Source: an optimization exercise on an open RTL-to-GDS flow (aim: small area). Production flows keep margins and buffers that such runs may drop. Only simulation tests tie the RTL to the original design; equivalence was not proved. Power and IR drop assume default switching activity.

===== flow/config.mk =====
export PLATFORM = sky130hd
export DESIGN_NAME = apg_datagen
export DESIGN_NICKNAME = apg_datagen
export VERILOG_FILES = /design/flow/design.v
export SDC_FILE = /design/flow/constraint.sdc
export NUM_CORES = 4
export LEC_CHECK = 0
export CAP_MARGIN = 20
export CORE_MARGIN = 2
export CORE_UTILIZATION = 25
export SLEW_MARGIN = 20

===== flow/constraint.sdc =====
create_clock -name core_clock -period 60.0 [get_ports {clk}]
set_input_delay 12.0000 -clock core_clock [delete_from_list [all_inputs] [get_ports {clk}]]
set_output_delay 12.0000 -clock core_clock [all_outputs]
set_load 0.01 [all_outputs]

===== flow/design.v =====
module apg_datagen (
    input  wire        clk,
    input  wire        rst,         
    input  wire        cfg_we,
    input  wire [4:0]  cfg_addr,
    input  wire [31:0] cfg_wdata,
    input  wire        restart,
    input  wire        ev_valid,
    input  wire [3:0]  ev_func,
    input  wire        ev_inv,
    input  wire [4:0]  ev_wm1,      
    input  wire [15:0] ev_x,
    input  wire [15:0] ev_y,
    output reg         d_valid,
    output reg  [31:0] d,
    output reg         param_zero,
    output reg         bad_write
);
    function [30:0] poly_mask(input [2:0] p);
        case (p)
            3'd0: poly_mask = 31'h0000_007F;
            3'd1: poly_mask = 31'h0000_01FF;
            3'd2: poly_mask = 31'h0000_07FF;
            3'd3: poly_mask = 31'h0000_7FFF;
            3'd4: poly_mask = 31'h007F_FFFF;
            default: poly_mask = 31'h7FFF_FFFF;
        endcase
    endfunction
    function [5:0] seg_zero(input [30:0] v);
        seg_zero = {v[30:23] == 8'h0, v[22:15] == 8'h0, v[14:11] == 4'h0,
                    v[10:9] == 2'h0, v[8:7] == 2'h0, v[6:0] == 7'h0};
    endfunction
    function masked_zero(input [5:0] z, input [2:0] p);
        case (p)
            3'd0: masked_zero = z[0];
            3'd1: masked_zero = &z[1:0];
            3'd2: masked_zero = &z[2:0];
            3'd3: masked_zero = &z[3:0];
            3'd4: masked_zero = &z[4:0];
            default: masked_zero = &z[5:0];
        endcase
    endfunction
    reg [31:0] dconst;
    reg [31:0] rstep;
    reg [3:0]  shift_x;
    reg [3:0]  shift_y;
    reg [16:0] barw;
    reg [31:0] bar [0:7];
    reg [2:0]  lfsr_poly [0:3];
    reg        lfsr_inv  [0:3];
    reg [30:0] lfsr_seed [0:3];
    reg [30:0] lfsr_state [0:3];
    wire [1:0]  wr_n    = cfg_addr[1:0];
    wire [2:0]  wr_poly = cfg_wdata[2:0];
    wire [16:0] wr_barw = cfg_wdata[16:0];
    wire [5:0]  wr_z    = seg_zero(cfg_wdata[30:0]);
    wire [5:0]  seed_z0 = seg_zero(lfsr_seed[0]);
    wire [5:0]  seed_z1 = seg_zero(lfsr_seed[1]);
    wire [5:0]  seed_z2 = seg_zero(lfsr_seed[2]);
    wire [5:0]  seed_z3 = seg_zero(lfsr_seed[3]);
    wire [5:0]  seed_zw = (wr_n == 2'd0) ? seed_z0 :
                          (wr_n == 2'd1) ? seed_z1 :
                          (wr_n == 2'd2) ? seed_z2 : seed_z3;
    wire a_lcfg = (cfg_addr[4:2] == 3'b011);
    wire a_seed = (cfg_addr[4:2] == 3'b100);
    integer i;
    always @(posedge clk) begin
        if (rst) begin
            dconst     <= 32'h0;
            rstep      <= 32'h0;
            shift_x    <= 4'h0;
            shift_y    <= 4'h0;
            barw       <= 17'd1;
            param_zero <= 1'b0;
            bad_write  <= 1'b0;
            for (i = 0; i < 8; i = i + 1)
                bar[i] <= 32'h0;
            for (i = 0; i < 4; i = i + 1) begin
                lfsr_poly[i] <= 3'd0;
                lfsr_inv[i]  <= 1'b0;
                lfsr_seed[i] <= 31'h7FFF_FFFF;
            end
        end else begin
            param_zero <= 1'b0;
            bad_write  <= 1'b0;
            if (cfg_we) begin
                if (cfg_addr == 5'd0) begin
                    dconst <= cfg_wdata;
                end else if (cfg_addr == 5'd1) begin
                    rstep <= cfg_wdata;
                end else if (cfg_addr == 5'd2) begin
                    shift_x <= cfg_wdata[3:0];
                    shift_y <= cfg_wdata[7:4];
                end else if (cfg_addr == 5'd3) begin
                    if (wr_barw == 17'd0)
                        param_zero <= 1'b1;
                    else if (wr_barw[16] && wr_barw[15:0] != 16'd0)
                        bad_write <= 1'b1;
                    else
                        barw <= wr_barw;
                end else if (cfg_addr[4:2] == 3'b001 || cfg_addr[4:2] == 3'b010) begin
                    bar[cfg_addr[2:0] ^ 3'b100] <= cfg_wdata;
                end else if (a_lcfg) begin
                    if (wr_poly[2] && wr_poly[1]) begin
                        bad_write <= 1'b1;
                    end else begin
                        lfsr_inv[wr_n] <= cfg_wdata[3];
                        if (masked_zero(seed_zw, wr_poly))
                            param_zero <= 1'b1;
                        else
                            lfsr_poly[wr_n] <= wr_poly;
                    end
                end else if (a_seed) begin
                    if (masked_zero(wr_z, lfsr_poly[wr_n]))
                        param_zero <= 1'b1;
                    else
                        lfsr_seed[wr_n] <= cfg_wdata[30:0];
                end else begin
                    bad_write <= 1'b1;
                end
            end
        end
    end
    wire        is_prbs  = (ev_func[3:2] == 2'b11);
    wire [1:0]  sel_n    = ev_func[1:0];
    wire [2:0]  sel_poly = lfsr_poly[sel_n];
    wire        sel_inv  = lfsr_inv[sel_n];
    wire [30:0] sel_start = restart ? lfsr_seed[sel_n] : lfsr_state[sel_n];
    wire [31:0] pbits [0:5];
    genvar gp, gk;
    generate
        for (gp = 0; gp < 6; gp = gp + 1) begin : G_POLY
            localparam integer M = (gp == 0) ? 7 : (gp == 1) ? 9 : (gp == 2) ? 11 :
                                   (gp == 3) ? 15 : (gp == 4) ? 23 : 31;
            localparam integer T = (gp == 0) ? 6 : (gp == 1) ? 5 : (gp == 2) ? 9 :
                                   (gp == 3) ? 14 : (gp == 4) ? 18 : 28;
            wire [62:0] q;
            for (gk = 1; gk <= 31; gk = gk + 1) begin : G_S
                assign q[31 - gk] = sel_start[gk - 1];
            end
            for (gk = 0; gk < 32; gk = gk + 1) begin : G_B
                assign q[31 + gk] = q[31 + gk - M] ^ q[31 + gk - T];
            end
            assign pbits[gp] = q[62:31];
        end
    endgenerate
    wire [31:0] gen_bits = pbits[(sel_poly > 3'd5) ? 3'd5 : sel_poly];
    wire [62:0] stream;
    generate
        for (gk = 0; gk < 32; gk = gk + 1) begin : G_R
            assign stream[31 - gk] = gen_bits[gk];
        end
    endgenerate
    assign stream[62:32] = sel_start;
    wire [62:0] stream_sh = stream >> (~ev_wm1);
    wire [30:0] next_state = stream_sh[30:0] & poly_mask(sel_poly);
    wire prbs_step = ev_valid & is_prbs;
    always @(posedge clk) begin
        if (rst) begin
            for (i = 0; i < 4; i = i + 1)
                lfsr_state[i] <= 31'h7F;        
        end else begin
            if (restart)
                for (i = 0; i < 4; i = i + 1)
                    lfsr_state[i] <= lfsr_seed[i] & poly_mask(lfsr_poly[i]);
            if (prbs_step)
                lfsr_state[sel_n] <= next_state;
        end
    end
    wire [14:0] sub2 = {1'b0, ev_x[15:2]} - {1'b0, barw[13:0]};
    wire        q2   = ~sub2[14] & (barw[16:14] == 3'b0);
    wire [15:0] r1   = q2 ? {sub2[13:0], ev_x[1:0]} : ev_x;
    wire [15:0] sub1 = {1'b0, r1[15:1]} - {1'b0, barw[14:0]};
    wire        q1   = ~sub1[15] & (barw[16:15] == 2'b0);
    wire [15:0] r2   = q1 ? {sub1[14:0], r1[0]} : r1;
    wire [16:0] sub0 = {1'b0, r2} - {1'b0, barw[15:0]};
    wire        q0   = ~sub0[16] & ~barw[16];
    wire [2:0]  bar_idx = {q2, q1, q0};
    wire [15:0] xs = ev_x >> shift_x;
    wire [15:0] ys = ev_y >> shift_y;
    wire        use_x = (ev_func == 4'h4) | (ev_func == 4'h6);
    wire        use_y = (ev_func == 4'h5) | (ev_func == 4'h6);
    wire [16:0] mop   = {1'b0, ev_x & {16{use_x}}} + {1'b0, ev_y & {16{use_y}}};
    wire [31:0] ramp  = {15'h0, mop} * rstep;
    reg [31:0] f;
    always @(*) begin
        case (ev_func)
            4'h0:    f = dconst;
            4'h1:    f = dconst ^ {32{xs[0] ^ ys[0]}};
            4'h2:    f = dconst ^ {32{ys[0]}};
            4'h3:    f = dconst ^ {32{xs[0]}};
            4'h4, 4'h5, 4'h6:
                     f = ramp;
            4'h7:    f = {ev_y, ev_x} ^ dconst;
            4'h8:    f = bar[bar_idx];
            4'hC, 4'hD, 4'hE, 4'hF:
                     f = gen_bits ^ {32{sel_inv}};
            default: f = 32'h0;
        endcase
    end
    wire [31:0] wmask = {32{1'b1}} >> (5'd31 - ev_wm1);
    always @(posedge clk) begin
        if (rst)
            d_valid <= 1'b0;
        else
            d_valid <= ev_valid;
        d <= (f ^ {32{ev_inv}}) & wmask;
    end
endmodule

===== flow/run.sh =====
#!/bin/bash
# synth_recipe.tcl (not shown) runs the flow's synth.tcl, then flattens the netlist and writes it again
# the make line also repeats each setting of config.mk as NAME=value (left out here)
make -C /OpenROAD-flow-scripts/flow DESIGN_CONFIG=/design/flow/config.mk WORK_HOME=/design/flow/orfs CLKGATE_MAP_FILE= SYNTH_SCRIPT=/design/flow/synth_recipe.tcl finish

==> impl_metrics.yaml <==
worst_setup_path:
  cp-end-kind: "flip-flop"
  timing.rr.end: "d[1]$_DFF_P_"
  critical-path-top-delay-family: "compound AO/OA/AOI/OAI gates"
  cpPeakStageDelay_ns: 0.93
  startpoint_type: "primary input"
  r2r_start: "barw[0]$_SDFFE_PP1P_"
  critPathRequiredTime_ns: 60.52
  reg2reg_slack_ns: 49.36
  critPathBufInv: 5
  worstPathMaxFanout: 17
  path_class: "in2reg"
  cp_slowest_cell: "nor2_1"
  crit_top_cell: "fa_1"
  cp.arrival_ns: 23.45
  worstRegToRegCells: 34
sta:
  slew-limit-headroom_pct: 22.7
  min_period_over_period_pct: 38.2
  max_freq_ghz: 0.0436
  finalSetupViolCount: 0
  rsz0062_at_grt: "false"
  setup_ws_ns: 37.08
  clock_skew_ns: 0.0669
  tns_ns: 0
  finalHoldViolations: 0
  drv_slew: 0
  period_minus_slack_ns: 22.92
  hold_slack_ns: 0.456
  worst_slew_pin_slew_ns: 1.16
synthesis:
  synth_fa_ha_area_share_pct: 15.4
  ys_seq_area_share_pct: 34.6
  synth_edf_count: 520
  synth_warnings: 1
  avgSynthCellArea_um2: 9.29
  synth_compound_area_share_pct: 11.3
  synthTopCellsByArea: "edfxtp_1 30%, fa_1 12%, nand2_1 7.7%, dfxtp_1 4.7%, and2_1 4.7%"
  synthSimpleGateAreaFrac_pct: 18.6
  synthFlopType: "edfxtp_1"
  synth.area.mux_share_pct: 7.36
  synth_top_family_by_area: "simple AND/OR/NAND/NOR gates"
  synth_top_area_share_pct: 29.8
  ys_ff_latch: 644
  async_flop_share_pct: 0
  synth-xor-area-share_pct: 5.94
  syn-num-nets: 6169
  yosysUniqueCellTypes: 97
  syn_area_um2: 52300
  synth_cells: 5634
  synth_top_cell_by_area: "edfxtp_1"
floorplan:
  boundaryPins: 119
  die_y_um: 461
  dieWidth_um: 461
  core_area_um2: 207000
  die_area_um2: 213000
  initial_core_util_pct: 25.2
  placementRows: 167
detailed_routing:
  drt-total-wl_um: 202000
  drtPass1Iterations: 6
  avgViaCountPerCell: 5.14
  wl_per_cell_um: 24.0
  drc: 0
  drt_iter0_drc: 5239
  ant_nets: 0
  num_vias: 43400
grt:
  grt_usage_pct: 18.6
  grt_max_degree: 100
  grt_overflow: 0
  grt_pass1_wl_um: 293000
  grt_pass1_vias: 42300
  antenna_found_initial: 20
placed_design:
  hpwl_um: 145000
  portBuffers: 118
  place_area_um2: 56600
  place_inst: 8295
  globalplace.congestion: 0.978
  place_ws_ns: 36.54
clocking:
  cts-root-buf: "clkbuf_16"
  cts.path.max_buffers: 3
  clk_pin_slew_ns: 0.06
  ctsHoldBuffers: 0
  htreeDepth: 3
  clock_latency_ns: 0.66
  cts.sinks: 644
  cts_made_buffers: 74
  cts_tree: "built"
  ctsResizeCount: 0
  post-cts-setup-buffers: 0
pwr:
  p_leak_nw: 22.4
  power.density_nw_per_um2: 24.8
  totalPowerFinal_mw: 1.46
  vdd_drop_max_v: 0.0000200
final_layout:
  fin_cells: 8435
  num-nets-final: 6118
  design_area_um2: 59000
  regArea_um2: 18100
  post-route-util_pct: 28.5
  synthToLayoutAreaGrowth_pct: 12.9
  num-fill-cells: 21700
  drive_gt1_share_pct: 8.67
  multi_input_area_um2: 30900
worst_hold_path:
  hp-class: "reg2reg"
  whs_path_depth: 2
  min_from: "rstep[15]$_SDFFE_PP0P_"
  hold_end: "rstep[15]$_SDFFE_PP0P_"
run_status:
  status: "timing/DRC/antenna clean"
run:
  maxCapViolCount: 0
-- worst min-delay path: stages (launching register included) --
cell     delay (ns)
dfxtp_1        0.31
nand2_1        0.05
a21oi_1        0.05
-- cells in the final DEF (no fill, tap or decap), types with 93 or more instances in the layout --
cell type / synthesis / layout
nand3_1: 143 / 143
edfxtp_1: 520 / 520
nand2_1: 1072 / 1071
clkdlybuf4s50_1: 0 / 108
inv_1: 504 / 504
a21oi_1: 302 / 302
and2_1: 396 / 395
fa_1: 322 / 322
buf_4: 11 / 140
nor3_1: 96 / 93
dfxtp_1: 124 / 124
o21ai_0: 148 / 148
mux2i_1: 98 / 96
ha_1: 129 / 129
nor2_1: 244 / 233
xnor2_1: 216 / 211
xor2_1: 118 / 116
-- routing by layer --
layer	wire length (µm)	vias to the layer above	track usage (%)
li1	-	19000	-
met1	79400	21700	23.8
met2	92700	2219	29.6
met3	18400	445	3.61
met4	11600	16	9.72
met5	94	-	0
-- area by class of cell --
cell class / count / area share, %
diodes: 6 / 0.0254
clock buffers: 94 / 3.35
clock inverters: 40 / 0.776
inverters: 510 / 3.24
multi-input cells: 4099 / 52.4
flip-flops and latches: 644 / 30.6
well taps: 2788 / 5.91
repair buffers: 254 / 3.66
-- power by group --
part           internal (mW)  switching (mW)
Sequential             0.508          0.0178
Clock                  0.263           0.196
Combinational          0.152           0.327
-- cell families after synthesis --
| family | after synthesis |
|---|---|
| fa+ha+maj | 452 |
| buf+inv | 891 |
| simple gates | 2127 |
| flops | 644 |
| xor+xnor | 343 |
| mux | 253 |
| compound gates | 924 |
-- flip-flops by register name (all words and copies together) (netlist names), 12 cells and up --
name,flops
lfsr_poly,12
lfsr_seed,124
lfsr_state,124
dconst,32
rstep,32
bar,256
d,32
barw,17
-- how the worst max path moves through the flow --
stage / start / to / slack [ns] / cells after the start
5_1_grt: ev_func[2] / d[31]$_DFF_P_ / 36.46 / 38
4_1_cts: ev_func[2] / d[31]$_DFF_P_ / 37.21 / 37
6_report: ev_func[2] / d[31]$_DFF_P_ / 37.08 / 37
3_3_place_gp: ev_func[2] / d[31]$_DFF_P_ / 36.58 / 39
3_5_place_dp: ev_func[2] / d[31]$_DFF_P_ / 36.54 / 37
2_1_floorplan: ev_func[0] / d[31]$_DFF_P_ / 37.68 / 48
-- cells in the mapped netlist, types with 10 or more instances --
library cell and number:
edfxtp_1 520, o22ai_1 53, nor4_1 35, a221oi_1 15, o21ai_1 49, mux2_2 48
a32oi_1 26, a21oi_1 302, nor3_1 96, mux4_2 84, ha_1 129, o21bai_1 10
a22o_1 43, nand2_1 1072, or2_2 14, o21a_1 15, buf_1 33, dfxtp_1 124
fa_1 322, nor2_1 244, a32o_1 10, o211ai_1 22, mux2i_1 98, nand3_1 143
xnor2_1 216, nor2b_1 18, o221ai_1 22, buf_6 11, nand2b_1 56, a21o_1 35
xor2_1 118, a211oi_1 31, inv_1 504, clkbuf_1 298, and2_1 396, buf_2 26
buf_4 11, o21ai_0 148, a31oi_1 40, mux2i_4 14, a22oi_1 15, and3_1 13

## static timing again, ports no longer ideal
How much do the figures lean on ideal ports? The routed layout below was timed once more, with nothing changed but the port constraints. Step 1 (the two cells are an assumption about what drives the block):
set clk [get_ports {clk}]
set_driving_cell -lib_cell sky130_fd_sc_hd__clkbuf_16 $clk
set_driving_cell -lib_cell sky130_fd_sc_hd__buf_2 [delete_from_list [all_inputs] $clk]
Step 2, shift: input delay + t, output delay - t, t = (earliest + latest rising clock arrival at the registers) / 2. This alone moves slack from input paths to output paths. Three values: no drivers, after step 1, after step 2; two values: the first two.
t (ns): 0.708
slack for setup (ns): 37.076 / 37.004 / 36.296
clock arrival spread, ns: 0.067 / 0.068
slew at the worst register clock pin (ns): 0.07 / 0.07
After both steps this run still meets setup and hold. The setup slack of this run moves by -0.072 ns with the drivers and by -0.780 ns with both steps.
